Context: an optimization exercise on an open-source flow, tuned for small area and a short achievable clock period. The choices shown serve that exercise and are no tape-out recipe. No activity file was given, so power comes from the tool's default toggle rates.

Design pst_rx, start of the top module:
module pst_rx (
    input  wire        clk,
    input  wire        rst,            
    input  wire        in_valid,       
    input  wire [65:0] in_data,        
    input  wire        inv_auto,       
    input  wire        restart,        
    input  wire        lockloss_clr,   
    output wire        blk_valid,
    output wire        blk_ctrl,
    output wire [63:0] blk_data,
    output wire        locked,
    output wire        rx_inv,
    output wire        inv_event,
    output wire [31:0] blkerr,
    output wire [15:0] lockloss,
    output wire        fr_sof,
    output wire        fr_valid,
    output wire [63:0] fr_data,
    output wire        fr_end,
    output wire        fr_good,
    output wire [15:0] frame_ok,
    output wire [15:0] frame_err
);
==> module pst_phy_rx, before the edit <==
module pst_phy_rx (
    input  wire        clk,
    input  wire        rst,            
    input  wire        in_valid,       
    input  wire [65:0] in_data,        
    input  wire        inv_auto,       
    input  wire        restart,        
    input  wire        lockloss_clr,   
    output reg         out_valid,      
    output reg         out_ctrl,       
    output wire [63:0] out_data,       
    output wire        locked,         
    output wire        rx_inv,         
    output wire        inv_event,      
    output reg  [31:0] blkerr,         
    output reg  [15:0] lockloss        
);
    reg  [65:0] prev_word;     
    reg  [6:0]  boundary;      
    reg  [5:0]  hunt_cnt;      
    reg  [63:0] err_hist;      
    reg  [3:0]  err_cnt;       
    reg  [63:0] scr_blk;       
    reg         scr_new;       
    reg  [57:0] scr_state;     
    reg         locked_q;      
    reg         rx_inv_q;      
    reg         inv_pend;      
    reg         inv_cand;      
    reg  [5:0]  inv_run_q;     
    reg  [1:0]  hdr_q;         
    wire [121:0] scr_ext = {scr_blk, scr_state};
    reg  [63:0]  payload;
    integer j;
    always @(*) begin
        for (j = 0; j < 64; j = j + 1)
            payload[j] = scr_ext[58 + j] ^ scr_ext[19 + j] ^ scr_ext[j];
    end
    assign out_data = payload;
    wire [63:0] cpl = ~payload;
    wire is_train   = (cpl[7:0] == 8'h01) && (cpl[15:12] == 4'h0) &&
                      (cpl[63:16] == 48'h3C3C_3C3C_3C3C);
    wire is_losidle = (cpl[7:0] == 8'h02) && (cpl[8] == 1'b0);
    wire is_idle    = (cpl[7:0] == 8'h03) && (cpl[63:8] == 56'd0);
    wire is_cpl     = is_train || is_losidle || is_idle;
    wire fire = inv_cand & is_cpl;
    assign inv_event = fire;
    assign locked    = locked_q & ~fire;
    assign rx_inv    = rx_inv_q | fire;
    wire [5:0] inv_run = !inv_pend ? inv_run_q :
                         (is_cpl && !fire) ? (inv_run_q == 6'd32 ? 6'd32 : inv_run_q + 6'd1) :
                         6'd0;
    wire [65:0]  word    = in_data ^ {66{rx_inv}};
    wire [131:0] window  = {word, prev_word};
    wire [129:0] st7 = window[131:2];
    wire [129:0] st6;
    wire [97:0]  st5;
    wire [81:0]  st4;
    wire [73:0]  st3;
    wire [69:0]  st2;
    wire [67:0]  st1;
    wire [66:0]  sh;
    genvar g;
    generate
        for (g = 0; g < 130; g = g + 1) begin : g_st6
            if (g <= 65)      assign st6[g] = boundary[6] ? st7[g + 64] : st7[g];
            else if (g <= 67) assign st6[g] = boundary[6] ? 1'b0 : st7[g];
            else              assign st6[g] = st7[g];
        end
        for (g = 0; g < 98; g = g + 1) begin : g_st5
            assign st5[g] = boundary[5] ? st6[g + 32] : st6[g];
        end
        for (g = 0; g < 82; g = g + 1) begin : g_st4
            assign st4[g] = boundary[4] ? st5[g + 16] : st5[g];
        end
        for (g = 0; g < 74; g = g + 1) begin : g_st3
            assign st3[g] = boundary[3] ? st4[g + 8] : st4[g];
        end
        for (g = 0; g < 70; g = g + 1) begin : g_st2
            assign st2[g] = boundary[2] ? st3[g + 4] : st3[g];
        end
        for (g = 0; g < 68; g = g + 1) begin : g_st1
            assign st1[g] = boundary[1] ? st2[g + 2] : st2[g];
        end
        for (g = 0; g < 67; g = g + 1) begin : g_st0
            assign sh[g] = boundary[0] ? st1[g + 1] : st1[g];
        end
    endgenerate
    wire [63:0]  scrambled = sh[63:0];
    wire         b65 = (boundary == 7'd65);
    wire         h0 = hdr_q[0];
    wire         h1 = b65 ? word[0] : hdr_q[1];
    wire         hdr_valid = h0 ^ h1;
    wire         hdr_data  = h1;           
    wire cut     = in_valid & ~restart;
    wire lk_cut  = cut & locked;
    wire slip    = cut & ~locked & ~hdr_valid;
    wire drop    = lk_cut & ~hdr_valid & (err_cnt == 4'd15) & ~err_hist[63];
    always @(posedge clk) begin
        if (in_valid)
            prev_word[65:2] <= word[65:2];
        scr_blk <= scrambled;
        scr_new <= in_valid;
        if (scr_new)
            scr_state <= scr_blk[63:6];
        out_ctrl <= h0;
        if (cut)
            err_hist <= {err_hist[62:0], ~hdr_valid};
        if (!locked)
            err_cnt <= 4'd0;
        else if (cut)
            err_cnt <= err_cnt + {3'd0, ~hdr_valid} - {3'd0, err_hist[63]};
        if (rst) begin
            prev_word[1:0] <= 2'd0;
            hdr_q     <= 2'd0;
            boundary  <= 7'd0;
            hunt_cnt  <= 6'd0;
            out_valid <= 1'b0;
            locked_q  <= 1'b0;
            rx_inv_q  <= 1'b0;
            inv_pend  <= 1'b0;
            inv_cand  <= 1'b0;
            inv_run_q <= 6'd0;
            blkerr    <= 32'd0;
            lockloss  <= 16'd0;
        end else begin
            if (in_valid) begin
                prev_word[1:0] <= word[1:0];
                if (slip)
                    hdr_q <= b65 ? word[1:0] : sh[66:65];
                else
                    hdr_q <= sh[65:64];
            end
            out_valid <= lk_cut & hdr_valid;
            inv_pend  <= lk_cut & hdr_valid & hdr_data & ~drop;
            inv_cand  <= lk_cut & hdr_valid & hdr_data & ~drop & inv_auto &
                         (inv_run[5] | (&inv_run[4:0]));
            rx_inv_q  <= rx_inv & ~restart;
            locked_q  <= locked;
            inv_run_q <= inv_run;
            if (lockloss_clr)
                lockloss <= 16'd0;
            if (lk_cut & ~hdr_valid)
                blkerr <= blkerr + 32'd1;
            if (drop && (lockloss != 16'hFFFF || lockloss_clr))
                lockloss <= lockloss_clr ? 16'd1 : lockloss + 16'd1;
            if (restart) begin
                locked_q  <= 1'b0;
                hunt_cnt  <= 6'd0;
                inv_run_q <= 6'd0;
            end else if (in_valid) begin
                if (!locked) begin
                    if (hdr_valid) begin
                        hunt_cnt <= hunt_cnt + 6'd1;
                        if (hunt_cnt == 6'd63)
                            locked_q <= 1'b1;
                    end else begin
                        hunt_cnt <= 6'd0;
                        boundary <= (boundary == 7'd65) ? 7'd0 : boundary + 7'd1;
                    end
                    inv_run_q <= 6'd0;
                end else begin
                    if (drop)
                        locked_q <= 1'b0;
                    if (!(hdr_valid & hdr_data) | drop)
                        inv_run_q <= 6'd0;
                end
            end
        end
    end
endmodule
==> flow/config.mk <==
export PLATFORM = sky130hd
export DESIGN_NAME = pst_rx
export DESIGN_NICKNAME = pst_rx
export VERILOG_FILES = /design/flow/design.v
export SDC_FILE = /design/flow/constraint.sdc
export NUM_CORES = 4
export LEC_CHECK = 0
export CAP_MARGIN = 20
export CORE_MARGIN = 2
export CORE_UTILIZATION = 40
export PLACE_DENSITY = 0.6
export SLEW_MARGIN = 20
==> flow/constraint.sdc <==
create_clock -name core_clock -period 13.0 [get_ports {clk}]
set_input_delay 2.6000 -clock core_clock [delete_from_list [all_inputs] [get_ports {clk}]]
set_output_delay 2.6000 -clock core_clock [all_outputs]
set_load 0.01 [all_outputs]
standard.sh (not shown) runs the stock make flow with config.mk's settings and CLKGATE_MAP_FILE= SYNTH_SCRIPT=/design/flow/synth_recipe.tcl, a recipe that flattens the netlist after the stock synthesis.
==> flow/flow/run.sh <==
#!/bin/bash
set -euo pipefail
MARGIN=$(cat flow/margin.txt)
bash standard.sh SETUP_SLACK_MARGIN="$MARGIN" finish > standard_flow.log 2>&1
==> flow/flow/margin.txt <==
8
Rerun with:
--- a/flow/design.v
+++ b/flow/design.v
@@ -7,9 +7,9 @@
     input  wire        restart,        
     input  wire        lockloss_clr,   
     output reg         out_valid,      
     output reg         out_ctrl,       
-    output wire [63:0] out_data,       
+    output reg  [63:0] out_data,       
     output wire        locked,         
     output wire        rx_inv,         
     output wire        inv_event,      
     output reg  [31:0] blkerr,         
@@ -19,26 +19,16 @@
     reg  [6:0]  boundary;      
     reg  [5:0]  hunt_cnt;      
     reg  [63:0] err_hist;      
     reg  [3:0]  err_cnt;       
-    reg  [63:0] scr_blk;       
-    reg         scr_new;       
     reg  [57:0] scr_state;     
     reg         locked_q;      
     reg         rx_inv_q;      
     reg         inv_pend;      
     reg         inv_cand;      
     reg  [5:0]  inv_run_q;     
     reg  [1:0]  hdr_q;         
-    wire [121:0] scr_ext = {scr_blk, scr_state};
-    reg  [63:0]  payload;
-    integer j;
-    always @(*) begin
-        for (j = 0; j < 64; j = j + 1)
-            payload[j] = scr_ext[58 + j] ^ scr_ext[19 + j] ^ scr_ext[j];
-    end
-    assign out_data = payload;
-    wire [63:0] cpl = ~payload;
+    wire [63:0] cpl = ~out_data;
     wire is_train   = (cpl[7:0] == 8'h01) && (cpl[15:12] == 4'h0) &&
                       (cpl[63:16] == 48'h3C3C_3C3C_3C3C);
     wire is_losidle = (cpl[7:0] == 8'h02) && (cpl[8] == 1'b0);
     wire is_idle    = (cpl[7:0] == 8'h03) && (cpl[63:8] == 56'd0);
@@ -86,8 +76,15 @@
             assign sh[g] = boundary[0] ? st1[g + 1] : st1[g];
         end
     endgenerate
     wire [63:0]  scrambled = sh[63:0];
+    wire [121:0] scr_ext = {scrambled, scr_state};
+    reg  [63:0]  payload;
+    integer j;
+    always @(*) begin
+        for (j = 0; j < 64; j = j + 1)
+            payload[j] = scr_ext[58 + j] ^ scr_ext[19 + j] ^ scr_ext[j];
+    end
     wire         b65 = (boundary == 7'd65);
     wire         h0 = hdr_q[0];
     wire         h1 = b65 ? word[0] : hdr_q[1];
     wire         hdr_valid = h0 ^ h1;
@@ -98,12 +95,11 @@
     wire drop    = lk_cut & ~hdr_valid & (err_cnt == 4'd15) & ~err_hist[63];
     always @(posedge clk) begin
         if (in_valid)
             prev_word[65:2] <= word[65:2];
-        scr_blk <= scrambled;
-        scr_new <= in_valid;
-        if (scr_new)
-            scr_state <= scr_blk[63:6];
+        out_data <= payload;
+        if (in_valid)
+            scr_state <= scrambled[63:6];
         out_ctrl <= h0;
         if (cut)
             err_hist <= {err_hist[62:0], ~hdr_valid};
         if (!locked)
Outcome: Count of clock-buffer cells in the layout went down by 7; sequential cell count fell by 1; wire length is higher by about 16%; first-iteration DRC count went up by 26%; register-to-register slack is better by 0.10 ns; total power is lower by 2.6%; hold slack got worse by 0.015 ns; die area increases by about 5%; core utilization is higher by 1.4 points; design area increases by about 8%.
No run of this note included a check of the RTL's function; only the layout flow was run.

[what the ideal ports hide]
No port has a modelled driver above. Below, the same layouts with a new extraction and two added sets of constraints.
Step 1 sets driving cells, clkbuf_16 on the clock port and buf_2 on the other inputs (assumed; they add their load-dependent delay and slew).
Step 2 moves the port delays by t, midway between the first and last clock arrival at a register: inputs arrive t later, outputs are due t later. That takes back most of the time a late clock gives input paths.
a / b / c = ideal ports / drivers / drivers and shift; a / b = the first two.
run | t, ns | slack for setup (ns) | latest minus earliest clock arrival (ns) | worst register clock-pin slew, ns
the first run | 0.710 | 7.117 / 7.050 / 7.350 | 0.044 / 0.043 | 0.07 / 0.07
the second run | 0.712 | 7.676 / 7.606 / 7.192 | 0.030 / 0.029 | 0.06 / 0.06
After both steps setup and hold are still met in every run listed. The setup slack of the second run, which loses most, moves by -0.070 ns with the drivers and by -0.484 ns with both steps.
